What follows belongs to an exercise in optimizing a design on an open flow for small area, a short achievable clock period and few clock cycles per item; a production flow would make more cautious choices.
Function was checked by simulation only, so behaviour that the tests miss may differ from the original.

==> flow/design.v (outline; a module is shown in full before it is edited, if it fits) <==
// module jet_composite: 9967 lines
// module jc_nand: 3 lines
// module jc_nor: 3 lines
// module jc_fa: 3 lines
// module jc_ha: 4 lines
// module jc_hai: 4 lines
module jet_composite (
    input  wire        clk,
    input  wire        rst,
    input  wire        in_valid,
    output wire        in_ready,
    input  wire [19:0] lin_r,
    input  wire [19:0] lin_g,
    input  wire [19:0] lin_b,
    input  wire [19:0] alpha_p,
    input  wire [10:0] plane_alpha,
    input  wire        straight,
    input  wire [19:0] athr,
    input  wire        last,
    output reg         out_valid,
    output wire [19:0] c_r,
    output wire [19:0] c_g,
    output wire [19:0] c_b,
    output wire [19:0] a_out
);
  // ...
==> flow/run.sh <==
#!/bin/bash
# synth_recipe.tcl (not shown) runs the flow's synth.tcl, then flattens the netlist and writes it again
# the make line also repeats each setting of config.mk as NAME=value (left out here)
make -C /OpenROAD-flow-scripts/flow DESIGN_CONFIG=/design/flow/config.mk WORK_HOME=/design/flow/orfs CLKGATE_MAP_FILE= SYNTH_SCRIPT=/design/flow/synth_recipe.tcl finish
==> flow/config.mk <==
export PLATFORM = sky130hd
export DESIGN_NAME = jet_composite
export DESIGN_NICKNAME = jet_composite
export VERILOG_FILES = /design/flow/design.v
export SDC_FILE = /design/flow/constraint.sdc
export NUM_CORES = 4
export LEC_CHECK = 0
export CAP_MARGIN = 20
export CORE_MARGIN = 2
export CORE_UTILIZATION = 40
export SLEW_MARGIN = 20
export SYNTH_HIERARCHICAL = 1
export SYNTH_MINIMUM_KEEP_SIZE = 0
==> flow/constraint.sdc <==
create_clock -name core_clock -period 20.0 [get_ports {clk}]
set_input_delay 4.0000 -clock core_clock [delete_from_list [all_inputs] [get_ports {clk}]]
set_output_delay 4.0000 -clock core_clock [all_outputs]
set_load 0.01 [all_outputs]
==> results_dict.tcl, run 1 <==
set metrics [dict create \
    outcome "finished clean" \
    hold_path_end "l1$_DFF_P_" \
    placed_area_sq_mm 0.0895 \
    final_antenna_net_count 0 \
    clock_area_frac 0.0269 \
    count_of_clock_tree_sinks 512 \
    dp_cells 11200 \
    area.share.sequential 0.116 \
    route.detailed.vias_per_inst 5.65 \
    via_count 64100 \
    timing.critical_path.max_delay_family "adder cells" \
    seq_area_frac_synth 0.129 \
    layout.cells.non_filler 11300 \
    yosysTopAreaCell "sky130_fd_sc_hd__fa_1" \
    share_of_the_core_filled_with_cells 0.446 \
    timing.critical_path.depth 18 \
    fmax_ghz 0.141 \
    max_slew.worst_pin.slew_ns 1.16 \
    post-cts-setup-buffers 0 \
    layout.sequential_cells 512 \
    critical-path-top-cell-by-count "sky130_fd_sc_hd__fa_1" \
    synthArstFlopShare 0 \
    largestRegisters "thr1 x21, thrp x21" \
    final-max-slew-violation-count 0 \
    final_net_count 11300 \
    final-setup-viol-count 0 \
    drc 0 \
    layout.cells.most_common "sky130_fd_sc_hd__fa_1" \
    critical_path_buf_inv_count 0 \
]
Testbench counts, summed over its fixed seeds: cycles 22,091, samples 22,059.
==> run 2, diff against run 1 <==
--- a/flow/design.v
+++ b/flow/design.v
@@ -870,18 +870,17 @@
     wire pmrp0_376;
     jc_nand u376 (mr0[18], lr0[16], pmrp0_376);
     wire pmrp0_377;
     jc_nand u377 (mr0[18], lr0[17], pmrp0_377);
     wire pmrp0_378;
     jc_nand u378 (mr0[18], lr0[18], pmrp0_378);
     wire pmrp0_379;
     jc_nand u379 (mr0[18], lr0[19], pmrp0_379);
-    wire pmrh0_380, pmrh1_380;
-    jc_hai u380 (1'b0, pmrp0_18, pmrh0_380, pmrh1_380);
+    wire pmri_380 = ~pmrp0_18;
     wire pmrh0_381, pmrh1_381;
     jc_hai u381 (pmrp0_19, pmrp0_38, pmrh0_381, pmrh1_381);
     wire pmrh0_382, pmrh1_382;
     jc_hai u382 (pmrp0_13, pmrp0_32, pmrh0_382, pmrh1_382);
     wire pmrf0_383, pmrf1_383;
     jc_fa u383 (pmrp0_14, pmrp0_33, pmrp0_52, pmrf0_383, pmrf1_383);
     wire pmrh0_384, pmrh1_384;
     jc_hai u384 (pmrp0_71, pmrp0_90, pmrh0_384, pmrh1_384);
@@ -927,17 +926,17 @@
     jc_fa u404 (pmrp0_114, pmrp0_133, pmrp0_152, pmrf0_404, pmrf1_404);
     wire pmrf0_405, pmrf1_405;
     jc_fa u405 (pmrp0_171, pmrp0_190, pmrp0_209, pmrf0_405, pmrf1_405);
     wire pmrf0_406, pmrf1_406;
     jc_fa u406 (pmrp0_228, pmrp0_247, pmrp0_266, pmrf0_406, pmrf1_406);
     wire pmrf0_407, pmrf1_407;
     jc_fa u407 (pmrp0_285, pmrp0_304, pmrp0_323, pmrf0_407, pmrf1_407);
     wire pmrf0_408, pmrf1_408;
-    jc_fa u408 (pmrp0_342, pmrp0_361, pmrh1_380, pmrf0_408, pmrf1_408);
+    jc_fa u408 (pmrp0_342, pmrp0_361, pmrp0_18, pmrf0_408, pmrf1_408);
     wire pmrf0_409, pmrf1_409;
     jc_fa u409 (pmrp0_39, pmrp0_58, pmrp0_77, pmrf0_409, pmrf1_409);
     wire pmrf0_410, pmrf1_410;
     jc_fa u410 (pmrp0_96, pmrp0_115, pmrp0_134, pmrf0_410, pmrf1_410);
     wire pmrf0_411, pmrf1_411;
     jc_fa u411 (pmrp0_153, pmrp0_172, pmrp0_191, pmrf0_411, pmrf1_411);
     wire pmrf0_412, pmrf1_412;
     jc_fa u412 (pmrp0_210, pmrp0_229, pmrp0_248, pmrf0_412, pmrf1_412);
@@ -1033,17 +1032,17 @@
     jc_fa u457 (pmrp0_340, pmrh1_391, pmrh0_396, pmrf0_457, pmrf1_457);
     wire pmrf0_458, pmrf1_458;
     jc_fa u458 (pmrf1_388, pmrf1_389, pmrf1_390, pmrf0_458, pmrf1_458);
     wire pmrf0_459, pmrf1_459;
     jc_fa u459 (pmrf0_392, pmrf0_393, pmrf0_394, pmrf0_459, pmrf1_459);
     wire pmrf0_460, pmrf1_460;
     jc_fa u460 (pmrp0_360, pmrh1_396, pmrh0_402, pmrf0_460, pmrf1_460);
     wire pmrf0_461, pmrf1_461;
-    jc_fa u461 (pmrh0_380, pmrf1_392, pmrf1_393, pmrf0_461, pmrf1_461);
+    jc_fa u461 (pmri_380, pmrf1_392, pmrf1_393, pmrf0_461, pmrf1_461);
     wire pmrf0_462, pmrf1_462;
     jc_fa u462 (pmrf1_394, pmrf1_395, pmrf0_397, pmrf0_462, pmrf1_462);
     wire pmrf0_463, pmrf1_463;
     jc_fa u463 (pmrf0_398, pmrf0_399, pmrf0_400, pmrf0_463, pmrf1_463);
     wire pmrf0_464, pmrf1_464;
     jc_fa u464 (pmrh1_402, pmrh0_381, pmrf1_397, pmrf0_464, pmrf1_464);
     wire pmrf0_465, pmrf1_465;
     jc_fa u465 (pmrf1_398, pmrf1_399, pmrf1_400, pmrf0_465, pmrf1_465);
@@ -2283,18 +2282,17 @@
     wire pmgp0_1084;
     jc_nor u1084 (mgn0[18], lgn0[16], pmgp0_1084);
     wire pmgp0_1085;
     jc_nor u1085 (mgn0[18], lgn0[17], pmgp0_1085);
     wire pmgp0_1086;
     jc_nor u1086 (mgn0[18], lgn0[18], pmgp0_1086);
     wire pmgp0_1087;
     jc_nor u1087 (mgn0[18], lgn0[19], pmgp0_1087);
-    wire pmgh0_1088, pmgh1_1088;
-    jc_ha u1088 (1'b1, pmgp0_726, pmgh0_1088, pmgh1_1088);
+    wire pmgi_1088 = ~pmgp0_726;
     wire pmgh0_1089, pmgh1_1089;
     jc_ha u1089 (pmgp0_727, pmgp0_746, pmgh0_1089, pmgh1_1089);
     wire pmgh0_1090, pmgh1_1090;
     jc_ha u1090 (pmgp0_721, pmgp0_740, pmgh0_1090, pmgh1_1090);
     wire pmgf0_1091, pmgf1_1091;
     jc_fa u1091 (pmgp0_722, pmgp0_741, pmgp0_760, pmgf0_1091, pmgf1_1091);
     wire pmgh0_1092, pmgh1_1092;
     jc_ha u1092 (pmgp0_779, pmgp0_798, pmgh0_1092, pmgh1_1092);
@@ -2340,17 +2338,17 @@
     jc_fa u1112 (pmgp0_822, pmgp0_841, pmgp0_860, pmgf0_1112, pmgf1_1112);
     wire pmgf0_1113, pmgf1_1113;
     jc_fa u1113 (pmgp0_879, pmgp0_898, pmgp0_917, pmgf0_1113, pmgf1_1113);
     wire pmgf0_1114, pmgf1_1114;
     jc_fa u1114 (pmgp0_936, pmgp0_955, pmgp0_974, pmgf0_1114, pmgf1_1114);
     wire pmgf0_1115, pmgf1_1115;
     jc_fa u1115 (pmgp0_993, pmgp0_1012, pmgp0_1031, pmgf0_1115, pmgf1_1115);
     wire pmgf0_1116, pmgf1_1116;
-    jc_fa u1116 (pmgp0_1050, pmgp0_1069, pmgh1_1088, pmgf0_1116, pmgf1_1116);
+    jc_fa u1116 (pmgp0_1050, pmgp0_1069, pmgp0_726, pmgf0_1116, pmgf1_1116);
     wire pmgf0_1117, pmgf1_1117;
     jc_fa u1117 (pmgp0_747, pmgp0_766, pmgp0_785, pmgf0_1117, pmgf1_1117);
     wire pmgf0_1118, pmgf1_1118;
     jc_fa u1118 (pmgp0_804, pmgp0_823, pmgp0_842, pmgf0_1118, pmgf1_1118);
     wire pmgf0_1119, pmgf1_1119;
     jc_fa u1119 (pmgp0_861, pmgp0_880, pmgp0_899, pmgf0_1119, pmgf1_1119);
     wire pmgf0_1120, pmgf1_1120;
     jc_fa u1120 (pmgp0_918, pmgp0_937, pmgp0_956, pmgf0_1120, pmgf1_1120);
@@ -2446,17 +2444,17 @@
     jc_fa u1165 (pmgp0_1048, pmgh1_1099, pmgh0_1104, pmgf0_1165, pmgf1_1165);
     wire pmgf0_1166, pmgf1_1166;
     jc_fa u1166 (pmgf1_1096, pmgf1_1097, pmgf1_1098, pmgf0_1166, pmgf1_1166);
     wire pmgf0_1167, pmgf1_1167;
     jc_fa u1167 (pmgf0_1100, pmgf0_1101, pmgf0_1102, pmgf0_1167, pmgf1_1167);
     wire pmgf0_1168, pmgf1_1168;
     jc_fa u1168 (pmgp0_1068, pmgh1_1104, pmgh0_1110, pmgf0_1168, pmgf1_1168);
     wire pmgf0_1169, pmgf1_1169;
-    jc_fa u1169 (pmgh0_1088, pmgf1_1100, pmgf1_1101, pmgf0_1169, pmgf1_1169);
+    jc_fa u1169 (pmgi_1088, pmgf1_1100, pmgf1_1101, pmgf0_1169, pmgf1_1169);
     wire pmgf0_1170, pmgf1_1170;
     jc_fa u1170 (pmgf1_1102, pmgf1_1103, pmgf0_1105, pmgf0_1170, pmgf1_1170);
     wire pmgf0_1171, pmgf1_1171;
     jc_fa u1171 (pmgf0_1106, pmgf0_1107, pmgf0_1108, pmgf0_1171, pmgf1_1171);
     wire pmgf0_1172, pmgf1_1172;
     jc_fa u1172 (pmgh1_1110, pmgh0_1089, pmgf1_1105, pmgf0_1172, pmgf1_1172);
     wire pmgf0_1173, pmgf1_1173;
     jc_fa u1173 (pmgf1_1106, pmgf1_1107, pmgf1_1108, pmgf0_1173, pmgf1_1173);
@@ -3696,18 +3694,17 @@
     wire pmbp0_1792;
     jc_nand u1792 (mb0[18], lb0[16], pmbp0_1792);
     wire pmbp0_1793;
     jc_nand u1793 (mb0[18], lb0[17], pmbp0_1793);
     wire pmbp0_1794;
     jc_nand u1794 (mb0[18], lb0[18], pmbp0_1794);
     wire pmbp0_1795;
     jc_nand u1795 (mb0[18], lb0[19], pmbp0_1795);
-    wire pmbh0_1796, pmbh1_1796;
-    jc_hai u1796 (1'b0, pmbp0_1434, pmbh0_1796, pmbh1_1796);
+    wire pmbi_1796 = ~pmbp0_1434;
     wire pmbh0_1797, pmbh1_1797;
     jc_hai u1797 (pmbp0_1435, pmbp0_1454, pmbh0_1797, pmbh1_1797);
     wire pmbh0_1798, pmbh1_1798;
     jc_hai u1798 (pmbp0_1429, pmbp0_1448, pmbh0_1798, pmbh1_1798);
     wire pmbf0_1799, pmbf1_1799;
     jc_fa u1799 (pmbp0_1430, pmbp0_1449, pmbp0_1468, pmbf0_1799, pmbf1_1799);
     wire pmbh0_1800, pmbh1_1800;
     jc_hai u1800 (pmbp0_1487, pmbp0_1506, pmbh0_1800, pmbh1_1800);
@@ -3753,17 +3750,17 @@
     jc_fa u1820 (pmbp0_1530, pmbp0_1549, pmbp0_1568, pmbf0_1820, pmbf1_1820);
     wire pmbf0_1821, pmbf1_1821;
     jc_fa u1821 (pmbp0_1587, pmbp0_1606, pmbp0_1625, pmbf0_1821, pmbf1_1821);
     wire pmbf0_1822, pmbf1_1822;
     jc_fa u1822 (pmbp0_1644, pmbp0_1663, pmbp0_1682, pmbf0_1822, pmbf1_1822);
     wire pmbf0_1823, pmbf1_1823;
     jc_fa u1823 (pmbp0_1701, pmbp0_1720, pmbp0_1739, pmbf0_1823, pmbf1_1823);
     wire pmbf0_1824, pmbf1_1824;
-    jc_fa u1824 (pmbp0_1758, pmbp0_1777, pmbh1_1796, pmbf0_1824, pmbf1_1824);
+    jc_fa u1824 (pmbp0_1758, pmbp0_1777, pmbp0_1434, pmbf0_1824, pmbf1_1824);
     wire pmbf0_1825, pmbf1_1825;
     jc_fa u1825 (pmbp0_1455, pmbp0_1474, pmbp0_1493, pmbf0_1825, pmbf1_1825);
     wire pmbf0_1826, pmbf1_1826;
     jc_fa u1826 (pmbp0_1512, pmbp0_1531, pmbp0_1550, pmbf0_1826, pmbf1_1826);
     wire pmbf0_1827, pmbf1_1827;
     jc_fa u1827 (pmbp0_1569, pmbp0_1588, pmbp0_1607, pmbf0_1827, pmbf1_1827);
     wire pmbf0_1828, pmbf1_1828;
     jc_fa u1828 (pmbp0_1626, pmbp0_1645, pmbp0_1664, pmbf0_1828, pmbf1_1828);
@@ -3859,17 +3856,17 @@
     jc_fa u1873 (pmbp0_1756, pmbh1_1807, pmbh0_1812, pmbf0_1873, pmbf1_1873);
     wire pmbf0_1874, pmbf1_1874;
     jc_fa u1874 (pmbf1_1804, pmbf1_1805, pmbf1_1806, pmbf0_1874, pmbf1_1874);
     wire pmbf0_1875, pmbf1_1875;
     jc_fa u1875 (pmbf0_1808, pmbf0_1809, pmbf0_1810, pmbf0_1875, pmbf1_1875);
     wire pmbf0_1876, pmbf1_1876;
     jc_fa u1876 (pmbp0_1776, pmbh1_1812, pmbh0_1818, pmbf0_1876, pmbf1_1876);
     wire pmbf0_1877, pmbf1_1877;
-    jc_fa u1877 (pmbh0_1796, pmbf1_1808, pmbf1_1809, pmbf0_1877, pmbf1_1877);
+    jc_fa u1877 (pmbi_1796, pmbf1_1808, pmbf1_1809, pmbf0_1877, pmbf1_1877);
     wire pmbf0_1878, pmbf1_1878;
     jc_fa u1878 (pmbf1_1810, pmbf1_1811, pmbf0_1813, pmbf0_1878, pmbf1_1878);
     wire pmbf0_1879, pmbf1_1879;
     jc_fa u1879 (pmbf0_1814, pmbf0_1815, pmbf0_1816, pmbf0_1879, pmbf1_1879);
     wire pmbf0_1880, pmbf1_1880;
     jc_fa u1880 (pmbh1_1818, pmbh0_1797, pmbf1_1813, pmbf0_1880, pmbf1_1880);
     wire pmbf0_1881, pmbf1_1881;
     jc_fa u1881 (pmbf1_1814, pmbf1_1815, pmbf1_1816, pmbf0_1881, pmbf1_1881);
@@ -5109,18 +5106,17 @@
     wire cmrp0_2500;
     jc_nor u2500 (Tln[18], crn1[16], cmrp0_2500);
     wire cmrp0_2501;
     jc_nor u2501 (Tln[18], crn1[17], cmrp0_2501);
     wire cmrp0_2502;
     jc_nor u2502 (Tln[18], crn1[18], cmrp0_2502);
     wire cmrp0_2503;
     jc_nor u2503 (Tln[18], crn1[19], cmrp0_2503);
-    wire cmrh0_2504, cmrh1_2504;
-    jc_ha u2504 (1'b1, cmrp0_2142, cmrh0_2504, cmrh1_2504);
+    wire cmri_2504 = ~cmrp0_2142;
     wire cmrh0_2505, cmrh1_2505;
     jc_ha u2505 (cmrp0_2143, cmrp0_2162, cmrh0_2505, cmrh1_2505);
     wire cmrh0_2506, cmrh1_2506;
     jc_ha u2506 (cmrp0_2137, cmrp0_2156, cmrh0_2506, cmrh1_2506);
     wire cmrf0_2507, cmrf1_2507;
     jc_fa u2507 (cmrp0_2138, cmrp0_2157, cmrp0_2176, cmrf0_2507, cmrf1_2507);
     wire cmrh0_2508, cmrh1_2508;
     jc_ha u2508 (cmrp0_2195, cmrp0_2214, cmrh0_2508, cmrh1_2508);
@@ -5166,17 +5162,17 @@
     jc_fa u2528 (cmrp0_2238, cmrp0_2257, cmrp0_2276, cmrf0_2528, cmrf1_2528);
     wire cmrf0_2529, cmrf1_2529;
     jc_fa u2529 (cmrp0_2295, cmrp0_2314, cmrp0_2333, cmrf0_2529, cmrf1_2529);
     wire cmrf0_2530, cmrf1_2530;
     jc_fa u2530 (cmrp0_2352, cmrp0_2371, cmrp0_2390, cmrf0_2530, cmrf1_2530);
     wire cmrf0_2531, cmrf1_2531;
     jc_fa u2531 (cmrp0_2409, cmrp0_2428, cmrp0_2447, cmrf0_2531, cmrf1_2531);
     wire cmrf0_2532, cmrf1_2532;
-    jc_fa u2532 (cmrp0_2466, cmrp0_2485, cmrh1_2504, cmrf0_2532, cmrf1_2532);
+    jc_fa u2532 (cmrp0_2466, cmrp0_2485, cmrp0_2142, cmrf0_2532, cmrf1_2532);
     wire cmrf0_2533, cmrf1_2533;
     jc_fa u2533 (cmrp0_2163, cmrp0_2182, cmrp0_2201, cmrf0_2533, cmrf1_2533);
     wire cmrf0_2534, cmrf1_2534;
     jc_fa u2534 (cmrp0_2220, cmrp0_2239, cmrp0_2258, cmrf0_2534, cmrf1_2534);
     wire cmrf0_2535, cmrf1_2535;
     jc_fa u2535 (cmrp0_2277, cmrp0_2296, cmrp0_2315, cmrf0_2535, cmrf1_2535);
     wire cmrf0_2536, cmrf1_2536;
     jc_fa u2536 (cmrp0_2334, cmrp0_2353, cmrp0_2372, cmrf0_2536, cmrf1_2536);
@@ -5272,17 +5268,17 @@
     jc_fa u2581 (cmrp0_2464, cmrh1_2515, cmrh0_2520, cmrf0_2581, cmrf1_2581);
     wire cmrf0_2582, cmrf1_2582;
     jc_fa u2582 (cmrf1_2512, cmrf1_2513, cmrf1_2514, cmrf0_2582, cmrf1_2582);
     wire cmrf0_2583, cmrf1_2583;
     jc_fa u2583 (cmrf0_2516, cmrf0_2517, cmrf0_2518, cmrf0_2583, cmrf1_2583);
     wire cmrf0_2584, cmrf1_2584;
     jc_fa u2584 (cmrp0_2484, cmrh1_2520, cmrh0_2526, cmrf0_2584, cmrf1_2584);
     wire cmrf0_2585, cmrf1_2585;
-    jc_fa u2585 (cmrh0_2504, cmrf1_2516, cmrf1_2517, cmrf0_2585, cmrf1_2585);
+    jc_fa u2585 (cmri_2504, cmrf1_2516, cmrf1_2517, cmrf0_2585, cmrf1_2585);
     wire cmrf0_2586, cmrf1_2586;
     jc_fa u2586 (cmrf1_2518, cmrf1_2519, cmrf0_2521, cmrf0_2586, cmrf1_2586);
     wire cmrf0_2587, cmrf1_2587;
     jc_fa u2587 (cmrf0_2522, cmrf0_2523, cmrf0_2524, cmrf0_2587, cmrf1_2587);
     wire cmrf0_2588, cmrf1_2588;
     jc_fa u2588 (cmrh1_2526, cmrh0_2505, cmrf1_2521, cmrf0_2588, cmrf1_2588);
     wire cmrf0_2589, cmrf1_2589;
     jc_fa u2589 (cmrf1_2522, cmrf1_2523, cmrf1_2524, cmrf0_2589, cmrf1_2589);
@@ -6522,18 +6518,17 @@
     wire cmgp0_3208;
     jc_nand u3208 (Ta[18], cg1[16], cmgp0_3208);
     wire cmgp0_3209;
     jc_nand u3209 (Ta[18], cg1[17], cmgp0_3209);
     wire cmgp0_3210;
     jc_nand u3210 (Ta[18], cg1[18], cmgp0_3210);
     wire cmgp0_3211;
     jc_nand u3211 (Ta[18], cg1[19], cmgp0_3211);
-    wire cmgh0_3212, cmgh1_3212;
-    jc_hai u3212 (1'b0, cmgp0_2850, cmgh0_3212, cmgh1_3212);
+    wire cmgi_3212 = ~cmgp0_2850;
     wire cmgh0_3213, cmgh1_3213;
     jc_hai u3213 (cmgp0_2851, cmgp0_2870, cmgh0_3213, cmgh1_3213);
     wire cmgh0_3214, cmgh1_3214;
     jc_hai u3214 (cmgp0_2845, cmgp0_2864, cmgh0_3214, cmgh1_3214);
     wire cmgf0_3215, cmgf1_3215;
     jc_fa u3215 (cmgp0_2846, cmgp0_2865, cmgp0_2884, cmgf0_3215, cmgf1_3215);
     wire cmgh0_3216, cmgh1_3216;
     jc_hai u3216 (cmgp0_2903, cmgp0_2922, cmgh0_3216, cmgh1_3216);
@@ -6579,17 +6574,17 @@
     jc_fa u3236 (cmgp0_2946, cmgp0_2965, cmgp0_2984, cmgf0_3236, cmgf1_3236);
     wire cmgf0_3237, cmgf1_3237;
     jc_fa u3237 (cmgp0_3003, cmgp0_3022, cmgp0_3041, cmgf0_3237, cmgf1_3237);
     wire cmgf0_3238, cmgf1_3238;
     jc_fa u3238 (cmgp0_3060, cmgp0_3079, cmgp0_3098, cmgf0_3238, cmgf1_3238);
     wire cmgf0_3239, cmgf1_3239;
     jc_fa u3239 (cmgp0_3117, cmgp0_3136, cmgp0_3155, cmgf0_3239, cmgf1_3239);
     wire cmgf0_3240, cmgf1_3240;
-    jc_fa u3240 (cmgp0_3174, cmgp0_3193, cmgh1_3212, cmgf0_3240, cmgf1_3240);
+    jc_fa u3240 (cmgp0_3174, cmgp0_3193, cmgp0_2850, cmgf0_3240, cmgf1_3240);
     wire cmgf0_3241, cmgf1_3241;
     jc_fa u3241 (cmgp0_2871, cmgp0_2890, cmgp0_2909, cmgf0_3241, cmgf1_3241);
     wire cmgf0_3242, cmgf1_3242;
     jc_fa u3242 (cmgp0_2928, cmgp0_2947, cmgp0_2966, cmgf0_3242, cmgf1_3242);
     wire cmgf0_3243, cmgf1_3243;
     jc_fa u3243 (cmgp0_2985, cmgp0_3004, cmgp0_3023, cmgf0_3243, cmgf1_3243);
     wire cmgf0_3244, cmgf1_3244;
     jc_fa u3244 (cmgp0_3042, cmgp0_3061, cmgp0_3080, cmgf0_3244, cmgf1_3244);
@@ -6685,17 +6680,17 @@
     jc_fa u3289 (cmgp0_3172, cmgh1_3223, cmgh0_3228, cmgf0_3289, cmgf1_3289);
     wire cmgf0_3290, cmgf1_3290;
     jc_fa u3290 (cmgf1_3220, cmgf1_3221, cmgf1_3222, cmgf0_3290, cmgf1_3290);
     wire cmgf0_3291, cmgf1_3291;
     jc_fa u3291 (cmgf0_3224, cmgf0_3225, cmgf0_3226, cmgf0_3291, cmgf1_3291);
     wire cmgf0_3292, cmgf1_3292;
     jc_fa u3292 (cmgp0_3192, cmgh1_3228, cmgh0_3234, cmgf0_3292, cmgf1_3292);
     wire cmgf0_3293, cmgf1_3293;
-    jc_fa u3293 (cmgh0_3212, cmgf1_3224, cmgf1_3225, cmgf0_3293, cmgf1_3293);
+    jc_fa u3293 (cmgi_3212, cmgf1_3224, cmgf1_3225, cmgf0_3293, cmgf1_3293);
     wire cmgf0_3294, cmgf1_3294;
     jc_fa u3294 (cmgf1_3226, cmgf1_3227, cmgf0_3229, cmgf0_3294, cmgf1_3294);
     wire cmgf0_3295, cmgf1_3295;
     jc_fa u3295 (cmgf0_3230, cmgf0_3231, cmgf0_3232, cmgf0_3295, cmgf1_3295);
     wire cmgf0_3296, cmgf1_3296;
     jc_fa u3296 (cmgh1_3234, cmgh0_3213, cmgf1_3229, cmgf0_3296, cmgf1_3296);
     wire cmgf0_3297, cmgf1_3297;
     jc_fa u3297 (cmgf1_3230, cmgf1_3231, cmgf1_3232, cmgf0_3297, cmgf1_3297);
@@ -7935,18 +7930,17 @@
     wire cmbp0_3916;
     jc_nor u3916 (Tan[18], cbn1[16], cmbp0_3916);
     wire cmbp0_3917;
     jc_nor u3917 (Tan[18], cbn1[17], cmbp0_3917);
     wire cmbp0_3918;
     jc_nor u3918 (Tan[18], cbn1[18], cmbp0_3918);
     wire cmbp0_3919;
     jc_nor u3919 (Tan[18], cbn1[19], cmbp0_3919);
-    wire cmbh0_3920, cmbh1_3920;
-    jc_ha u3920 (1'b1, cmbp0_3558, cmbh0_3920, cmbh1_3920);
+    wire cmbi_3920 = ~cmbp0_3558;
     wire cmbh0_3921, cmbh1_3921;
     jc_ha u3921 (cmbp0_3559, cmbp0_3578, cmbh0_3921, cmbh1_3921);
     wire cmbh0_3922, cmbh1_3922;
     jc_ha u3922 (cmbp0_3553, cmbp0_3572, cmbh0_3922, cmbh1_3922);
     wire cmbf0_3923, cmbf1_3923;
     jc_fa u3923 (cmbp0_3554, cmbp0_3573, cmbp0_3592, cmbf0_3923, cmbf1_3923);
     wire cmbh0_3924, cmbh1_3924;
     jc_ha u3924 (cmbp0_3611, cmbp0_3630, cmbh0_3924, cmbh1_3924);
@@ -7992,17 +7986,17 @@
     jc_fa u3944 (cmbp0_3654, cmbp0_3673, cmbp0_3692, cmbf0_3944, cmbf1_3944);
     wire cmbf0_3945, cmbf1_3945;
     jc_fa u3945 (cmbp0_3711, cmbp0_3730, cmbp0_3749, cmbf0_3945, cmbf1_3945);
     wire cmbf0_3946, cmbf1_3946;
     jc_fa u3946 (cmbp0_3768, cmbp0_3787, cmbp0_3806, cmbf0_3946, cmbf1_3946);
     wire cmbf0_3947, cmbf1_3947;
     jc_fa u3947 (cmbp0_3825, cmbp0_3844, cmbp0_3863, cmbf0_3947, cmbf1_3947);
     wire cmbf0_3948, cmbf1_3948;
-    jc_fa u3948 (cmbp0_3882, cmbp0_3901, cmbh1_3920, cmbf0_3948, cmbf1_3948);
+    jc_fa u3948 (cmbp0_3882, cmbp0_3901, cmbp0_3558, cmbf0_3948, cmbf1_3948);
     wire cmbf0_3949, cmbf1_3949;
     jc_fa u3949 (cmbp0_3579, cmbp0_3598, cmbp0_3617, cmbf0_3949, cmbf1_3949);
     wire cmbf0_3950, cmbf1_3950;
     jc_fa u3950 (cmbp0_3636, cmbp0_3655, cmbp0_3674, cmbf0_3950, cmbf1_3950);
     wire cmbf0_3951, cmbf1_3951;
     jc_fa u3951 (cmbp0_3693, cmbp0_3712, cmbp0_3731, cmbf0_3951, cmbf1_3951);
     wire cmbf0_3952, cmbf1_3952;
     jc_fa u3952 (cmbp0_3750, cmbp0_3769, cmbp0_3788, cmbf0_3952, cmbf1_3952);
@@ -8098,17 +8092,17 @@
     jc_fa u3997 (cmbp0_3880, cmbh1_3931, cmbh0_3936, cmbf0_3997, cmbf1_3997);
     wire cmbf0_3998, cmbf1_3998;
     jc_fa u3998 (cmbf1_3928, cmbf1_3929, cmbf1_3930, cmbf0_3998, cmbf1_3998);
     wire cmbf0_3999, cmbf1_3999;
     jc_fa u3999 (cmbf0_3932, cmbf0_3933, cmbf0_3934, cmbf0_3999, cmbf1_3999);
     wire cmbf0_4000, cmbf1_4000;
     jc_fa u4000 (cmbp0_3900, cmbh1_3936, cmbh0_3942, cmbf0_4000, cmbf1_4000);
     wire cmbf0_4001, cmbf1_4001;
-    jc_fa u4001 (cmbh0_3920, cmbf1_3932, cmbf1_3933, cmbf0_4001, cmbf1_4001);
+    jc_fa u4001 (cmbi_3920, cmbf1_3932, cmbf1_3933, cmbf0_4001, cmbf1_4001);
     wire cmbf0_4002, cmbf1_4002;
     jc_fa u4002 (cmbf1_3934, cmbf1_3935, cmbf0_3937, cmbf0_4002, cmbf1_4002);
     wire cmbf0_4003, cmbf1_4003;
     jc_fa u4003 (cmbf0_3938, cmbf0_3939, cmbf0_3940, cmbf0_4003, cmbf1_4003);
     wire cmbf0_4004, cmbf1_4004;
     jc_fa u4004 (cmbh1_3942, cmbh0_3921, cmbf1_3937, cmbf0_4004, cmbf1_4004);
     wire cmbf0_4005, cmbf1_4005;
     jc_fa u4005 (cmbf1_3938, cmbf1_3939, cmbf1_3940, cmbf0_4005, cmbf1_4005);
@@ -9310,48 +9304,47 @@
     wire tmp0_4605;
     jc_nand u4605 (Tl[18], q1[15], tmp0_4605);
     wire tmp0_4606;
     jc_nand u4606 (Tl[18], q1[16], tmp0_4606);
     wire tmp0_4607;
     jc_nand u4607 (Tl[18], q1[17], tmp0_4607);
     wire tmp0_4608;
     jc_nand u4608 (Tl[18], q1[18], tmp0_4608);
-    wire tmh0_4609, tmh1_4609;
-    jc_hai u4609 (1'b0, tmp0_4260, tmh0_4609, tmh1_4609);
-    wire tmf0_4610, tmf1_4610;
-    jc_fa u4610 (1'b0, tmp0_4261, tmp0_4279, tmf0_4610, tmf1_4610);
+    wire tmi_4609 = ~tmp0_4260;
+    wire tmk0_4610, tmk1_4610;
+    jc_ha u4610 (tmp0_4261, tmp0_4279, tmk0_4610, tmk1_4610);
     wire tmh0_4611, tmh1_4611;
     jc_hai u4611 (tmp0_4297, tmp0_4315, tmh0_4611, tmh1_4611);
-    wire tmf0_4612, tmf1_4612;
-    jc_fa u4612 (1'b0, tmp0_4262, tmp0_4280, tmf0_4612, tmf1_4612);
+    wire tmk0_4612, tmk1_4612;
+    jc_ha u4612 (tmp0_4262, tmp0_4280, tmk0_4612, tmk1_4612);
     wire tmf0_4613, tmf1_4613;
     jc_fa u4613 (tmp0_4298, tmp0_4316, tmp0_4334, tmf0_4613, tmf1_4613);
     wire tmh0_4614, tmh1_4614;
     jc_hai u4614 (tmp0_4352, tmp0_4370, tmh0_4614, tmh1_4614);
-    wire tmf0_4615, tmf1_4615;
-    jc_fa u4615 (1'b0, tmp0_4263, tmp0_4281, tmf0_4615, tmf1_4615);
+    wire tmk0_4615, tmk1_4615;
+    jc_ha u4615 (tmp0_4263, tmp0_4281, tmk0_4615, tmk1_4615);
     wire tmf0_4616, tmf1_4616;
     jc_fa u4616 (tmp0_4299, tmp0_4317, tmp0_4335, tmf0_4616, tmf1_4616);
     wire tmf0_4617, tmf1_4617;
     jc_fa u4617 (tmp0_4353, tmp0_4371, tmp0_4389, tmf0_4617, tmf1_4617);
     wire tmh0_4618, tmh1_4618;
     jc_hai u4618 (tmp0_4407, tmp0_4425, tmh0_4618, tmh1_4618);
-    wire tmf0_4619, tmf1_4619;
-    jc_fa u4619 (1'b0, tmp0_4264, tmp0_4282, tmf0_4619, tmf1_4619);
+    wire tmk0_4619, tmk1_4619;
+    jc_ha u4619 (tmp0_4264, tmp0_4282, tmk0_4619, tmk1_4619);
     wire tmf0_4620, tmf1_4620;
     jc_fa u4620 (tmp0_4300, tmp0_4318, tmp0_4336, tmf0_4620, tmf1_4620);
     wire tmf0_4621, tmf1_4621;
     jc_fa u4621 (tmp0_4354, tmp0_4372, tmp0_4390, tmf0_4621, tmf1_4621);
     wire tmf0_4622, tmf1_4622;
     jc_fa u4622 (tmp0_4408, tmp0_4426, tmp0_4444, tmf0_4622, tmf1_4622);
     wire tmh0_4623, tmh1_4623;
     jc_hai u4623 (tmp0_4462, tmp0_4480, tmh0_4623, tmh1_4623);
-    wire tmf0_4624, tmf1_4624;
-    jc_fa u4624 (1'b0, tmp0_4265, tmp0_4283, tmf0_4624, tmf1_4624);
+    wire tmk0_4624, tmk1_4624;
+    jc_ha u4624 (tmp0_4265, tmp0_4283, tmk0_4624, tmk1_4624);
     wire tmf0_4625, tmf1_4625;
     jc_fa u4625 (tmp0_4301, tmp0_4319, tmp0_4337, tmf0_4625, tmf1_4625);
     wire tmf0_4626, tmf1_4626;
     jc_fa u4626 (tmp0_4355, tmp0_4373, tmp0_4391, tmf0_4626, tmf1_4626);
     wire tmf0_4627, tmf1_4627;
     jc_fa u4627 (tmp0_4409, tmp0_4427, tmp0_4445, tmf0_4627, tmf1_4627);
     wire tmf0_4628, tmf1_4628;
     jc_fa u4628 (tmp0_4463, tmp0_4481, tmp0_4499, tmf0_4628, tmf1_4628);
@@ -9406,30 +9399,29 @@
     wire tmf0_4653, tmf1_4653;
     jc_fa u4653 (tmp0_4450, tmp0_4468, tmp0_4486, tmf0_4653, tmf1_4653);
     wire tmf0_4654, tmf1_4654;
     jc_fa u4654 (tmp0_4361, tmp0_4379, tmp0_4397, tmf0_4654, tmf1_4654);
     wire tmf0_4655, tmf1_4655;
     jc_fa u4655 (tmp0_4415, tmp0_4433, tmp0_4451, tmf0_4655, tmf1_4655);
     wire tmf0_4656, tmf1_4656;
     jc_fa u4656 (tmp0_4380, tmp0_4398, tmp0_4416, tmf0_4656, tmf1_4656);
-    wire tmh0_4657, tmh1_4657;
-    jc_hai u4657 (1'b0, tmp0_4256, tmh0_4657, tmh1_4657);
-    wire tmf0_4658, tmf1_4658;
-    jc_fa u4658 (1'b0, tmp0_4257, tmp0_4275, tmf0_4658, tmf1_4658);
+    wire tmi_4657 = ~tmp0_4256;
+    wire tmk0_4658, tmk1_4658;
+    jc_ha u4658 (tmp0_4257, tmp0_4275, tmk0_4658, tmk1_4658);
     wire tmh0_4659, tmh1_4659;
     jc_hai u4659 (tmp0_4293, tmp0_4311, tmh0_4659, tmh1_4659);
-    wire tmf0_4660, tmf1_4660;
-    jc_fa u4660 (1'b0, tmp0_4258, tmp0_4276, tmf0_4660, tmf1_4660);
+    wire tmk0_4660, tmk1_4660;
+    jc_ha u4660 (tmp0_4258, tmp0_4276, tmk0_4660, tmk1_4660);
     wire tmf0_4661, tmf1_4661;
     jc_fa u4661 (tmp0_4294, tmp0_4312, tmp0_4330, tmf0_4661, tmf1_4661);
     wire tmh0_4662, tmh1_4662;
     jc_hai u4662 (tmp0_4348, tmp0_4366, tmh0_4662, tmh1_4662);
-    wire tmf0_4663, tmf1_4663;
-    jc_fa u4663 (1'b0, tmp0_4259, tmp0_4277, tmf0_4663, tmf1_4663);
+    wire tmk0_4663, tmk1_4663;
+    jc_ha u4663 (tmp0_4259, tmp0_4277, tmk0_4663, tmk1_4663);
     wire tmf0_4664, tmf1_4664;
     jc_fa u4664 (tmp0_4295, tmp0_4313, tmp0_4331, tmf0_4664, tmf1_4664);
     wire tmf0_4665, tmf1_4665;
     jc_fa u4665 (tmp0_4349, tmp0_4367, tmp0_4385, tmf0_4665, tmf1_4665);
     wire tmh0_4666, tmh1_4666;
     jc_hai u4666 (tmp0_4403, tmp0_4421, tmh0_4666, tmh1_4666);
     wire tmf0_4667, tmf1_4667;
     jc_fa u4667 (tmp0_4278, tmp0_4296, tmp0_4314, tmf0_4667, tmf1_4667);
@@ -9441,51 +9433,51 @@
     jc_fa u4670 (tmp0_4440, tmp0_4458, tmp0_4476, tmf0_4670, tmf1_4670);
     wire tmf0_4671, tmf1_4671;
     jc_fa u4671 (tmp0_4333, tmp0_4351, tmp0_4369, tmf0_4671, tmf1_4671);
     wire tmf0_4672, tmf1_4672;
     jc_fa u4672 (tmp0_4387, tmp0_4405, tmp0_4423, tmf0_4672, tmf1_4672);
     wire tmf0_4673, tmf1_4673;
     jc_fa u4673 (tmp0_4441, tmp0_4459, tmp0_4477, tmf0_4673, tmf1_4673);
     wire tmf0_4674, tmf1_4674;
-    jc_fa u4674 (tmp0_4495, tmh1_4609, tmh0_4611, tmf0_4674, tmf1_4674);
+    jc_fa u4674 (tmp0_4495, tmp0_4260, tmh0_4611, tmf0_4674, tmf1_4674);
     wire tmf0_4675, tmf1_4675;
     jc_fa u4675 (tmp0_4388, tmp0_4406, tmp0_4424, tmf0_4675, tmf1_4675);
     wire tmf0_4676, tmf1_4676;
     jc_fa u4676 (tmp0_4442, tmp0_4460, tmp0_4478, tmf0_4676, tmf1_4676);
     wire tmf0_4677, tmf1_4677;
     jc_fa u4677 (tmp0_4496, tmp0_4514, tmh1_4611, tmf0_4677, tmf1_4677);
     wire tmf0_4678, tmf1_4678;
-    jc_fa u4678 (tmh0_4614, tmf1_4610, tmf0_4612, tmf0_4678, tmf1_4678);
+    jc_fa u4678 (tmh0_4614, tmk1_4610, tmk0_4612, tmf0_4678, tmf1_4678);
     wire tmf0_4679, tmf1_4679;
     jc_fa u4679 (tmp0_4443, tmp0_4461, tmp0_4479, tmf0_4679, tmf1_4679);
     wire tmf0_4680, tmf1_4680;
     jc_fa u4680 (tmp0_4497, tmp0_4515, tmp0_4533, tmf0_4680, tmf1_4680);
     wire tmf0_4681, tmf1_4681;
-    jc_fa u4681 (tmh1_4614, tmh0_4618, tmf1_4612, tmf0_4681, tmf1_4681);
+    jc_fa u4681 (tmh1_4614, tmh0_4618, tmk1_4612, tmf0_4681, tmf1_4681);
     wire tmf0_4682, tmf1_4682;
-    jc_fa u4682 (tmf1_4613, tmf0_4615, tmf0_4616, tmf0_4682, tmf1_4682);
+    jc_fa u4682 (tmf1_4613, tmk0_4615, tmf0_4616, tmf0_4682, tmf1_4682);
     wire tmf0_4683, tmf1_4683;
     jc_fa u4683 (tmp0_4498, tmp0_4516, tmp0_4534, tmf0_4683, tmf1_4683);
     wire tmf0_4684, tmf1_4684;
     jc_fa u4684 (tmp0_4552, tmh1_4618, tmh0_4623, tmf0_4684, tmf1_4684);
     wire tmf0_4685, tmf1_4685;
-    jc_fa u4685 (tmf1_4615, tmf1_4616, tmf1_4617, tmf0_4685, tmf1_4685);
+    jc_fa u4685 (tmk1_4615, tmf1_4616, tmf1_4617, tmf0_4685, tmf1_4685);
     wire tmf0_4686, tmf1_4686;
-    jc_fa u4686 (tmf0_4619, tmf0_4620, tmf0_4621, tmf0_4686, tmf1_4686);
+    jc_fa u4686 (tmk0_4619, tmf0_4620, tmf0_4621, tmf0_4686, tmf1_4686);
     wire tmf0_4687, tmf1_4687;
     jc_fa u4687 (tmp0_4553, tmp0_4571, tmh1_4623, tmf0_4687, tmf1_4687);
     wire tmf0_4688, tmf1_4688;
-    jc_fa u4688 (tmh0_4629, tmf1_4619, tmf1_4620, tmf0_4688, tmf1_4688);
+    jc_fa u4688 (tmh0_4629, tmk1_4619, tmf1_4620, tmf0_4688, tmf1_4688);
     wire tmf0_4689, tmf1_4689;
-    jc_fa u4689 (tmf1_4621, tmf1_4622, tmf0_4624, tmf0_4689, tmf1_4689);
+    jc_fa u4689 (tmf1_4621, tmf1_4622, tmk0_4624, tmf0_4689, tmf1_4689);
     wire tmf0_4690, tmf1_4690;
     jc_fa u4690 (tmf0_4625, tmf0_4626, tmf0_4627, tmf0_4690, tmf1_4690);
     wire tmf0_4691, tmf1_4691;
-    jc_fa u4691 (tmp0_4590, tmh1_4629, tmf1_4624, tmf0_4691, tmf1_4691);
+    jc_fa u4691 (tmp0_4590, tmh1_4629, tmk1_4624, tmf0_4691, tmf1_4691);
     wire tmf0_4692, tmf1_4692;
     jc_fa u4692 (tmf1_4625, tmf1_4626, tmf1_4627, tmf0_4692, tmf1_4692);
     wire tmf0_4693, tmf1_4693;
     jc_fa u4693 (tmf1_4628, tmf0_4630, tmf0_4631, tmf0_4693, tmf1_4693);
     wire tmf0_4694, tmf1_4694;
     jc_fa u4694 (tmf0_4632, tmf0_4633, tmf0_4634, tmf0_4694, tmf1_4694);
     wire tmf0_4695, tmf1_4695;
     jc_fa u4695 (tmp0_4591, tmh0_4641, tmf1_4630, tmf0_4695, tmf1_4695);
@@ -9550,64 +9542,63 @@
     wire tmf0_4725, tmf1_4725;
     jc_fa u4725 (tmp0_4526, tmp0_4544, tmp0_4562, tmf0_4725, tmf1_4725);
     wire tmf0_4726, tmf1_4726;
     jc_fa u4726 (tmp0_4437, tmp0_4455, tmp0_4473, tmf0_4726, tmf1_4726);
     wire tmf0_4727, tmf1_4727;
     jc_fa u4727 (tmp0_4491, tmp0_4509, tmp0_4527, tmf0_4727, tmf1_4727);
     wire tmf0_4728, tmf1_4728;
     jc_fa u4728 (tmp0_4456, tmp0_4474, tmp0_4492, tmf0_4728, tmf1_4728);
-    wire tmh0_4729, tmh1_4729;
-    jc_hai u4729 (1'b0, tmp0_4253, tmh0_4729, tmh1_4729);
-    wire tmf0_4730, tmf1_4730;
-    jc_fa u4730 (1'b0, tmp0_4254, tmp0_4272, tmf0_4730, tmf1_4730);
+    wire tmi_4729 = ~tmp0_4253;
+    wire tmk0_4730, tmk1_4730;
+    jc_ha u4730 (tmp0_4254, tmp0_4272, tmk0_4730, tmk1_4730);
     wire tmh0_4731, tmh1_4731;
     jc_hai u4731 (tmp0_4290, tmp0_4308, tmh0_4731, tmh1_4731);
-    wire tmf0_4732, tmf1_4732;
-    jc_fa u4732 (1'b0, tmp0_4255, tmp0_4273, tmf0_4732, tmf1_4732);
+    wire tmk0_4732, tmk1_4732;
+    jc_ha u4732 (tmp0_4255, tmp0_4273, tmk0_4732, tmk1_4732);
     wire tmf0_4733, tmf1_4733;
     jc_fa u4733 (tmp0_4291, tmp0_4309, tmp0_4327, tmf0_4733, tmf1_4733);
     wire tmh0_4734, tmh1_4734;
     jc_hai u4734 (tmp0_4345, tmp0_4363, tmh0_4734, tmh1_4734);
     wire tmf0_4735, tmf1_4735;
     jc_fa u4735 (tmp0_4274, tmp0_4292, tmp0_4310, tmf0_4735, tmf1_4735);
     wire tmf0_4736, tmf1_4736;
     jc_fa u4736 (tmp0_4328, tmp0_4346, tmp0_4364, tmf0_4736, tmf1_4736);
     wire tmf0_4737, tmf1_4737;
-    jc_fa u4737 (tmp0_4382, tmp0_4400, tmh0_4657, tmf0_4737, tmf1_4737);
+    jc_fa u4737 (tmp0_4382, tmp0_4400, tmi_4657, tmf0_4737, tmf1_4737);
     wire tmf0_4738, tmf1_4738;
     jc_fa u4738 (tmp0_4329, tmp0_4347, tmp0_4365, tmf0_4738, tmf1_4738);
     wire tmf0_4739, tmf1_4739;
     jc_fa u4739 (tmp0_4383, tmp0_4401, tmp0_4419, tmf0_4739, tmf1_4739);
     wire tmf0_4740, tmf1_4740;
-    jc_fa u4740 (tmh1_4657, tmh0_4659, tmf0_4658, tmf0_4740, tmf1_4740);
+    jc_fa u4740 (tmp0_4256, tmh0_4659, tmk0_4658, tmf0_4740, tmf1_4740);
     wire tmf0_4741, tmf1_4741;
     jc_fa u4741 (tmp0_4384, tmp0_4402, tmp0_4420, tmf0_4741, tmf1_4741);
     wire tmf0_4742, tmf1_4742;
     jc_fa u4742 (tmp0_4438, tmh1_4659, tmh0_4662, tmf0_4742, tmf1_4742);
     wire tmf0_4743, tmf1_4743;
-    jc_fa u4743 (tmf1_4658, tmf0_4660, tmf0_4661, tmf0_4743, tmf1_4743);
+    jc_fa u4743 (tmk1_4658, tmk0_4660, tmf0_4661, tmf0_4743, tmf1_4743);
     wire tmf0_4744, tmf1_4744;
     jc_fa u4744 (tmp0_4439, tmp0_4457, tmh1_4662, tmf0_4744, tmf1_4744);
     wire tmf0_4745, tmf1_4745;
-    jc_fa u4745 (tmh0_4666, tmf1_4660, tmf1_4661, tmf0_4745, tmf1_4745);
+    jc_fa u4745 (tmh0_4666, tmk1_4660, tmf1_4661, tmf0_4745, tmf1_4745);
     wire tmf0_4746, tmf1_4746;
-    jc_fa u4746 (tmf0_4663, tmf0_4664, tmf0_4665, tmf0_4746, tmf1_4746);
+    jc_fa u4746 (tmk0_4663, tmf0_4664, tmf0_4665, tmf0_4746, tmf1_4746);
     wire tmf0_4747, tmf1_4747;
-    jc_fa u4747 (tmh1_4666, tmh0_4609, tmf1_4663, tmf0_4747, tmf1_4747);
+    jc_fa u4747 (tmh1_4666, tmi_4609, tmk1_4663, tmf0_4747, tmf1_4747);
     wire tmf0_4748, tmf1_4748;
     jc_fa u4748 (tmf1_4664, tmf1_4665, tmf0_4667, tmf0_4748, tmf1_4748);
     wire tmf0_4749, tmf1_4749;
     jc_fa u4749 (tmf0_4668, tmf0_4669, tmf0_4670, tmf0_4749, tmf1_4749);
     wire tmf0_4750, tmf1_4750;
     jc_fa u4750 (tmf1_4667, tmf1_4668, tmf1_4669, tmf0_4750, tmf1_4750);
     wire tmf0_4751, tmf1_4751;
     jc_fa u4751 (tmf1_4670, tmf0_4671, tmf0_4672, tmf0_4751, tmf1_4751);
     wire tmf0_4752, tmf1_4752;
-    jc_fa u4752 (tmf0_4673, tmf0_4610, tmf0_4674, tmf0_4752, tmf1_4752);
+    jc_fa u4752 (tmf0_4673, tmk0_4610, tmf0_4674, tmf0_4752, tmf1_4752);
     wire tmf0_4753, tmf1_4753;
     jc_fa u4753 (tmf1_4671, tmf1_4672, tmf1_4673, tmf0_4753, tmf1_4753);
     wire tmf0_4754, tmf1_4754;
     jc_fa u4754 (tmf0_4675, tmf0_4676, tmf0_4613, tmf0_4754, tmf1_4754);
     wire tmf0_4755, tmf1_4755;
     jc_fa u4755 (tmf1_4674, tmf0_4677, tmf0_4678, tmf0_4755, tmf1_4755);
     wire tmf0_4756, tmf1_4756;
     jc_fa u4756 (tmf1_4675, tmf1_4676, tmf0_4679, tmf0_4756, tmf1_4756);
@@ -9700,36 +9691,35 @@
     wire tmf0_4800, tmf1_4800;
     jc_fa u4800 (tmp0_4583, tmp0_4601, tmf1_4728, tmf0_4800, tmf1_4800);
     wire tmf0_4801, tmf1_4801;
     jc_fa u4801 (tmp0_4494, tmp0_4512, tmp0_4530, tmf0_4801, tmf1_4801);
     wire tmf0_4802, tmf1_4802;
     jc_fa u4802 (tmp0_4548, tmp0_4566, tmp0_4584, tmf0_4802, tmf1_4802);
     wire tmf0_4803, tmf1_4803;
     jc_fa u4803 (tmp0_4513, tmp0_4531, tmp0_4549, tmf0_4803, tmf1_4803);
-    wire tmh0_4804, tmh1_4804;
-    jc_hai u4804 (1'b0, tmp0_4251, tmh0_4804, tmh1_4804);
-    wire tmf0_4805, tmf1_4805;
-    jc_fa u4805 (1'b0, tmp0_4252, tmp0_4270, tmf0_4805, tmf1_4805);
+    wire tmi_4804 = ~tmp0_4251;
+    wire tmk0_4805, tmk1_4805;
+    jc_ha u4805 (tmp0_4252, tmp0_4270, tmk0_4805, tmk1_4805);
     wire tmh0_4806, tmh1_4806;
     jc_hai u4806 (tmp0_4288, tmp0_4306, tmh0_4806, tmh1_4806);
     wire tmf0_4807, tmf1_4807;
     jc_fa u4807 (tmp0_4271, tmp0_4289, tmp0_4307, tmf0_4807, tmf1_4807);
     wire tmf0_4808, tmf1_4808;
-    jc_fa u4808 (tmp0_4325, tmp0_4343, tmh0_4729, tmf0_4808, tmf1_4808);
+    jc_fa u4808 (tmp0_4325, tmp0_4343, tmi_4729, tmf0_4808, tmf1_4808);
     wire tmf0_4809, tmf1_4809;
     jc_fa u4809 (tmp0_4326, tmp0_4344, tmp0_4362, tmf0_4809, tmf1_4809);
     wire tmf0_4810, tmf1_4810;
-    jc_fa u4810 (tmh1_4729, tmh0_4731, tmf0_4730, tmf0_4810, tmf1_4810);
+    jc_fa u4810 (tmp0_4253, tmh0_4731, tmk0_4730, tmf0_4810, tmf1_4810);
     wire tmf0_4811, tmf1_4811;
     jc_fa u4811 (tmp0_4381, tmh1_4731, tmh0_4734, tmf0_4811, tmf1_4811);
     wire tmf0_4812, tmf1_4812;
-    jc_fa u4812 (tmf1_4730, tmf0_4732, tmf0_4733, tmf0_4812, tmf1_4812);
+    jc_fa u4812 (tmk1_4730, tmk0_4732, tmf0_4733, tmf0_4812, tmf1_4812);
     wire tmf0_4813, tmf1_4813;
-    jc_fa u4813 (tmh1_4734, tmf1_4732, tmf1_4733, tmf0_4813, tmf1_4813);
+    jc_fa u4813 (tmh1_4734, tmk1_4732, tmf1_4733, tmf0_4813, tmf1_4813);
     wire tmf0_4814, tmf1_4814;
     jc_fa u4814 (tmf0_4735, tmf0_4736, tmf0_4737, tmf0_4814, tmf1_4814);
     wire tmf0_4815, tmf1_4815;
     jc_fa u4815 (tmf1_4735, tmf1_4736, tmf0_4738, tmf0_4815, tmf1_4815);
     wire tmf0_4816, tmf1_4816;
     jc_fa u4816 (tmf0_4739, tmf1_4737, tmf0_4740, tmf0_4816, tmf1_4816);
     wire tmf0_4817, tmf1_4817;
     jc_fa u4817 (tmf1_4738, tmf1_4739, tmf0_4741, tmf0_4817, tmf1_4817);
@@ -9820,24 +9810,23 @@
     wire tmf0_4860, tmf1_4860;
     jc_fa u4860 (tmf1_4801, tmf1_4802, tmf0_4803, tmf0_4860, tmf1_4860);
     wire tmf0_4861, tmf1_4861;
     jc_fa u4861 (tmp0_4532, tmp0_4550, tmp0_4568, tmf0_4861, tmf1_4861);
     wire tmf0_4862, tmf1_4862;
     jc_fa u4862 (tmp0_4586, tmp0_4604, tmf1_4803, tmf0_4862, tmf1_4862);
     wire tmf0_4863, tmf1_4863;
     jc_fa u4863 (tmp0_4551, tmp0_4569, tmp0_4587, tmf0_4863, tmf1_4863);
-    wire tmh0_4864, tmh1_4864;
-    jc_hai u4864 (1'b0, tmp0_4250, tmh0_4864, tmh1_4864);
+    wire tmi_4864 = ~tmp0_4250;
     wire tmf0_4865, tmf1_4865;
     jc_fa u4865 (tmp0_4269, tmp0_4287, tmp0_4305, tmf0_4865, tmf1_4865);
     wire tmf0_4866, tmf1_4866;
-    jc_fa u4866 (tmp0_4324, tmh1_4804, tmh0_4806, tmf0_4866, tmf1_4866);
+    jc_fa u4866 (tmp0_4324, tmp0_4251, tmh0_4806, tmf0_4866, tmf1_4866);
     wire tmf0_4867, tmf1_4867;
-    jc_fa u4867 (tmh1_4806, tmf1_4805, tmf0_4807, tmf0_4867, tmf1_4867);
+    jc_fa u4867 (tmh1_4806, tmk1_4805, tmf0_4807, tmf0_4867, tmf1_4867);
     wire tmf0_4868, tmf1_4868;
     jc_fa u4868 (tmf1_4807, tmf0_4809, tmf1_4808, tmf0_4868, tmf1_4868);
     wire tmf0_4869, tmf1_4869;
     jc_fa u4869 (tmf1_4809, tmf0_4811, tmf1_4810, tmf0_4869, tmf1_4869);
     wire tmf0_4870, tmf1_4870;
     jc_fa u4870 (tmf1_4811, tmf1_4812, tmf0_4813, tmf0_4870, tmf1_4870);
     wire tmf0_4871, tmf1_4871;
     jc_fa u4871 (tmf1_4813, tmf0_4815, tmf1_4814, tmf0_4871, tmf1_4871);
@@ -9886,24 +9875,23 @@
     wire tmf0_4893, tmf1_4893;
     jc_fa u4893 (tmf0_4859, tmf1_4857, tmf0_4860, tmf0_4893, tmf1_4893);
     wire tmf0_4894, tmf1_4894;
     jc_fa u4894 (tmf1_4859, tmf0_4861, tmf1_4860, tmf0_4894, tmf1_4894);
     wire tmf0_4895, tmf1_4895;
     jc_fa u4895 (tmp0_4605, tmf1_4861, tmf0_4863, tmf0_4895, tmf1_4895);
     wire tmf0_4896, tmf1_4896;
     jc_fa u4896 (tmp0_4570, tmp0_4588, tmp0_4606, tmf0_4896, tmf1_4896);
-    wire tmh0_4897, tmh1_4897;
-    jc_hai u4897 (1'b0, tmp0_4249, tmh0_4897, tmh1_4897);
+    wire tmi_4897 = ~tmp0_4249;
     wire tmf0_4898, tmf1_4898;
-    jc_fa u4898 (tmp0_4268, tmp0_4286, tmh0_4864, tmf0_4898, tmf1_4898);
+    jc_fa u4898 (tmp0_4268, tmp0_4286, tmi_4864, tmf0_4898, tmf1_4898);
     wire tmf0_4899, tmf1_4899;
-    jc_fa u4899 (tmh1_4864, tmh0_4804, tmf0_4865, tmf0_4899, tmf1_4899);
+    jc_fa u4899 (tmp0_4250, tmi_4804, tmf0_4865, tmf0_4899, tmf1_4899);
     wire tmf0_4900, tmf1_4900;
-    jc_fa u4900 (tmf1_4865, tmf0_4805, tmf0_4866, tmf0_4900, tmf1_4900);
+    jc_fa u4900 (tmf1_4865, tmk0_4805, tmf0_4866, tmf0_4900, tmf1_4900);
     wire tmf0_4901, tmf1_4901;
     jc_fa u4901 (tmf1_4866, tmf0_4808, tmf0_4867, tmf0_4901, tmf1_4901);
     wire tmf0_4902, tmf1_4902;
     jc_fa u4902 (tmf1_4867, tmf0_4810, tmf0_4868, tmf0_4902, tmf1_4902);
     wire tmf0_4903, tmf1_4903;
     jc_fa u4903 (tmf0_4812, tmf1_4868, tmf0_4869, tmf0_4903, tmf1_4903);
     wire tmf0_4904, tmf1_4904;
     jc_fa u4904 (tmf0_4814, tmf1_4869, tmf0_4870, tmf0_4904, tmf1_4904);
@@ -9956,29 +9944,41 @@
     wire tmf0_4928, tmf1_4928;
     jc_fa u4928 (tmf0_4862, tmf1_4893, tmf0_4894, tmf0_4928, tmf1_4928);
     wire tmf0_4929, tmf1_4929;
     jc_fa u4929 (tmf1_4862, tmf0_4895, tmf1_4894, tmf0_4929, tmf1_4929);
     wire tmf0_4930, tmf1_4930;
     jc_fa u4930 (tmf1_4863, tmf0_4896, tmf1_4895, tmf0_4930, tmf1_4930);
     wire tmf0_4931, tmf1_4931;
     jc_fa u4931 (tmp0_4589, tmp0_4607, tmf1_4896, tmf0_4931, tmf1_4931);
-    wire [37:0] tma_4932 = {1'b1, tmf1_4931, tmf1_4930, tmf1_4929, tmf1_4928, tmf1_4927, tmf1_4926, tmf1_4925, tmf1_4924, tmf1_4923, tmf1_4922, tmf1_4921, tmf1_4920, tmf1_4919, tmf1_4918, tmf1_4917, tmf1_4916, tmf1_4915, tmf1_4914, tmf1_4913, tmf1_4912, tmf1_4911, tmf1_4910, tmf1_4909, tmf1_4908, tmf1_4907, tmf1_4906, tmf1_4905, tmf1_4904, tmf1_4903, tmf1_4902, tmf1_4901, tmf1_4900, tmf1_4899, tmf1_4898, tmh1_4897, tmh0_4897, 1'b0};
+    wire [37:0] tma_4932 = {1'b1, tmf1_4931, tmf1_4930, tmf1_4929, tmf1_4928, tmf1_4927, tmf1_4926, tmf1_4925, tmf1_4924, tmf1_4923, tmf1_4922, tmf1_4921, tmf1_4920, tmf1_4919, tmf1_4918, tmf1_4917, tmf1_4916, tmf1_4915, tmf1_4914, tmf1_4913, tmf1_4912, tmf1_4911, tmf1_4910, tmf1_4909, tmf1_4908, tmf1_4907, tmf1_4906, tmf1_4905, tmf1_4904, tmf1_4903, tmf1_4902, tmf1_4901, tmf1_4900, tmf1_4899, tmf1_4898, tmp0_4249, tmi_4897, 1'b0};
     wire [37:0] tmb_4933 = {1'b1, tmp0_4608, tmf0_4931, tmf0_4930, tmf0_4929, tmf0_4928, tmf0_4927, tmf0_4926, tmf0_4925, tmf0_4924, tmf0_4923, tmf0_4922, tmf0_4921, tmf0_4920, tmf0_4919, tmf0_4918, tmf0_4917, tmf0_4916, tmf0_4915, tmf0_4914, tmf0_4913, tmf0_4912, tmf0_4911, tmf0_4910, tmf0_4909, tmf0_4908, tmf0_4907, tmf0_4906, tmf0_4905, tmf0_4904, tmf0_4903, tmf0_4902, tmf0_4901, tmf0_4900, tmf0_4899, tmf0_4898, tmp0_4267, tmp0_4248};
     wire [37:0] tmy_4934 = ~(tma_4932 + tmb_4933 + 38'd1);
 endmodule
 module jc_nand (input wire a, input wire b, output wire y);
     assign y = ~(a & b);
 endmodule
 module jc_nor (input wire a, input wire b, output wire y);
     assign y = ~(a | b);
 endmodule
 module jc_fa (input wire a, input wire b, input wire c, output wire s, output wire co);
     assign {co, s} = {1'b0, a} + {1'b0, b} + {1'b0, c};
 endmodule
 module jc_ha (input wire a, input wire b, output wire s, output wire co);
     assign s  = a ^ b;
     assign co = a & b;
 endmodule
+module jc_and (input wire a, input wire b, output wire y);
+    assign y = a & b;
+endmodule
+module jc_bs (input wire one, input wire two, input wire neg, input wire a, input wire b, output wire y);
+    assign y = ((one & a) | (two & b)) ^ neg;
+endmodule
+module jc_bsp (input wire one, input wire two, input wire a, input wire b, output wire y);
+    assign y = (one & a) | (two & b);
+endmodule
+module jc_bs0 (input wire s, input wire neg, input wire a, output wire y);
+    assign y = (s & a) ^ neg;
+endmodule
 module jc_hai (input wire a, input wire b, output wire s, output wire co);
     assign s  = ~(a ^ b);
     assign co = a | b;
 endmodule
==> run 2 against run 1 <==
Still clean. Via count decreased by 1.7%. Hold slack better by 0.056 ns. Area after synthesis fell by 1.1%. Core utilization is essentially flat. Critical path depth is 1 higher. Final cell count shrank 1.1%. Critical path type unchanged. Highest routed layer is now met4.
==> results_dict.tcl, run 2 <==
set metrics [dict create \
    outcome "finished clean" \
    synth-seq-cells 512 \
    synth_edf_count 40 \
    route.final.wire_length_mm 266 \
    seq_area_frac_synth 0.130 \
    avgRoutedWirePerCell_microns 23.8 \
    largestRegisters "thr1 x21, thrp x21" \
    cap_viol_max_count 0 \
    mostFrequentLayoutCells "sky130_fd_sc_hd__fa_1 (2133), sky130_fd_sc_hd__nand2_1 (1645), sky130_fd_sc_hd__nor2_1 (1400), sky130_fd_sc_hd__ha_1 (466), sky130_fd_sc_hd__dfxtp_1 (458)" \
    crit_path_max_incr_delay_ns 1.12 \
    dieArea_sq_mm 0.209 \
    worst-path-max-fanout 21 \
    grt_util_all_layers 0.258 \
    synth.most_common_cell "sky130_fd_sc_hd__fa_1" \
    cts_tree "yes" \
    yosysTopAreaCell "sky130_fd_sc_hd__fa_1" \
    period_minus_slack_ns 7.28 \
    kind_of_launch_point_of_the_worst_setup_path "flop" \
    first_pass_iters 6 \
    drc 0 \
    hold_class "flop to flop" \
    post_cts_hold_buffer_count 0 \
    worst_clock_skew_ns 0.0348 \
    final-max-slew-violation-count 0 \
    floorplan.die.height_microns 457 \
    starting_utilization_of_the_core_area 0.401 \
    totalNegativeSetupSlack_ns 0 \
    yosys_warnings 7 \
    count_of_clock_tree_sinks 512 \
    via_count 63000 \
    chip_width_microns 457 \
    row_count 166 \
    synth.cells.most_frequent "sky130_fd_sc_hd__fa_1 (2133), sky130_fd_sc_hd__nand2_1 (1645), sky130_fd_sc_hd__nor2_1 (1401)" \
    max_slew.worst_pin.slew_ns 1.22 \
    clkLatencyLatePin_ns 0.71 \
    post-cts-setup-buffers 0 \
    timing.critical_path.slowest_stage_cell "sky130_fd_sc_hd__dfxtp_1" \
    coreArea_sq_mm 0.204 \
    timing.final.crit_share 0.364 \
    setup_slack_ns 12.72 \
    unrepaired_setup_endpoints_after_global_routing "false" \
    synthArstFlopShare 0 \
    synth_area_sq_mm 0.0820 \
    synth_flop_cell "sky130_fd_sc_hd__dfxtp_1" \
    clockRootBuffer "sky130_fd_sc_hd__clkbuf_16" \
    detailedRoute.firstIterationViolations 5466 \
    synth.top_cells.by_area "sky130_fd_sc_hd__fa_1 (52%), sky130_fd_sc_hd__dfxtp_1 (12%), sky130_fd_sc_hd__nand2_1 (7.5%), sky130_fd_sc_hd__ha_1 (7.1%), sky130_fd_sc_hd__nor2_1 (6.4%)" \
    cts_inserted_buffers 70 \
    syn_inst 8047 \
    cp.required_ns 20.63 \
    grt_start_max_net_pins 69 \
    place_ws_ns 12.77 \
    finalHoldViolations 0 \
    postSynthAreaPerCell_sq_um 10.2 \
    final_net_count 11200 \
    worst_setup_hold_path_clk_slew_ns 0.06 \
    fmax_ghz 0.137 \
    post-dp-hpwl_mm 190 \
    htree_levels 3 \
    final-setup-viol-count 0 \
    layout.cells.most_common "sky130_fd_sc_hd__fa_1" \
    netlist.area_leader.share 0.521 \
    path_class "flop to flop" \
    top_level_ports 198 \
    layout-drive-gt1-share 0.0441 \
    clock_tree.buffer_depth 3 \
    worst_slew_margin_rel 0.164 \
    grt_pass1_vias 70200 \
    final_antenna_net_count 0 \
    route.detailed.vias_per_inst 5.62 \
    grt_antenna_before_repair 8 \
    cell_by_cell_trace_of_the_critical_path "nand2_1, fa_1, fa_1, fa_1, fa_1, fa_1, fa_1, ha_1, a21o_1, a21o_1, a21oi_1, nor2_1, a211oi_1, a21oi_1, or2_2, a21oi_1, o221ai_1, xor2_1, o22a_1" \
    wire_length_of_the_first_global_routing_pass_mm 414 \
    areaGrowthSynthToFinish_pct 11.0 \
    synth_cell_types 79 \
    total_congestion_overflow_after_global_routing 0 \
    critical-path-top-cell-by-count "sky130_fd_sc_hd__fa_1" \
    place.gp.congestion 0.930 \
    worst-endpoint-arrival_ns 7.91 \
    filler_cell_count 19200 \
    cts_resized 0 \
    critical_path.endpoint_type "flop" \
    portBuffers 196 \
]
[run 2: kinds of logic after synthesis]
family / count (synthesis) / share of synthesized area
DFF: 512 / 0.130
adders and majority gates: 2599 / 0.592
muxes: 71 / 0.00872
AOI/OAI and AO/OA: 753 / 0.0578
other: 1 / 0.0000458
xor gates and xnor gates: 195 / 0.0208
and+or+nand+nor: 3431 / 0.168
buffers and inverters: 485 / 0.0223
[run 2: routing by layer]
| layer | global-route usage | up-vias | routed length, microns |
|---|---|---|---|
| li1 | - | 26500 | - |
| met1 | 0.344 | 32600 | 108000 |
| met2 | 0.402 | 3337 | 120000 |
| met3 | 0.0619 | 585 | 26600 |
| met4 | 0.112 | 0 | 12300 |
| met5 | 0 | - | 0 |
[run 2: per-module statistics from Yosys, one instance, submodules excluded]
module | cell area [sq um] | times used
jc_fa | 20.0 | 2130
jc_ha | 12.5 | 65
jc_hai | 27.5 | 66
jc_nand | 3.75 | 1498
jc_nor | 3.75 | 1137
jet_composite | 26800 | 1
[run 2: cell type report]
type / instances / area (sq um) / share of cell area
Clock inverter: 34 / 362 / 0.00398
Tap cell: 2688 / 3360 / 0.0370
Antenna cell: 6 / 15.0 / 0.000165
Inverter: 417 / 1570 / 0.0172
Clock buffer: 93 / 1930 / 0.0212
Multi-Input combinational cell: 7050 / 69500 / 0.764
Timing Repair Buffer: 405 / 3530 / 0.0389
Sequential cell: 512 / 10700 / 0.117
[run 2: worst paths after layout]
path / to / from / slack (ns) / cells past startpoint
setup / recovery: Tln[17]$_DFF_P_ / q1[12]$_DFF_P_ / 12.72 / 19
hold / removal: thrp[14]$_DFFE_PP_ / thr1[14]$_DFF_P_ / 0.39 / 0
setup reg to reg: Tln[17]$_DFF_P_ / q1[12]$_DFF_P_ / 12.72 / 19
hold reg to reg: thrp[14]$_DFFE_PP_ / thr1[14]$_DFF_P_ / 0.39 / 0
[run 2: metrics by stage]
step	hold slack [ns]	utilization	instance area (sq um)	std cells
finish	0.395	0.445	90900	11200
global route	0.409	0.445	90900	11200
CTS	0.394	0.445	90900	11200
detailed placement	0.389	0.434	88600	11100
global placement	0.390	0.434	88600	11100
floorplan	0.310	-	82000	8047
[run 2: worst max-delay path, delay by kind of cell, from the launching register on]
| kind | cells | cell delay [ns] |
|---|---|---|
| compound gates | 8 | 1.84 |
| xor+xnor | 1 | 0.37 |
| fa+ha+maj | 7 | 3.19 |
| flops | 1 | 1.12 |
| simple gates | 3 | 0.64 |
Testbench counts of run 2, summed over its fixed seeds: cycles 22,091, samples 22,059.

## re-timing with driven ports
In the flow no input, the clock included, has a driving cell. The finished layouts below were timed again as built, in two steps. Step 1 (the two cells are an assumption about what drives the block):
set clk [get_ports {clk}]
set_driving_cell -lib_cell sky130_fd_sc_hd__clkbuf_16 $clk
set_driving_cell -lib_cell sky130_fd_sc_hd__buf_2 [delete_from_list [all_inputs] $clk]
Step 2 also shifts input and output timing later by t, the mid clock arrival at the registers, as if the neighbouring blocks saw the same clock. a / b / c = ideal / step 1 / step 2; a / b = the first two.
run	shift t [ns]	setup WS [ns]	clock arrival spread, ns
run 1	0.772	12.921 / 12.921 / 12.921	0.049 / 0.049
run 2	0.786	12.723 / 12.723 / 12.723	0.037 / 0.037
After both steps setup and hold are still met in every run listed.
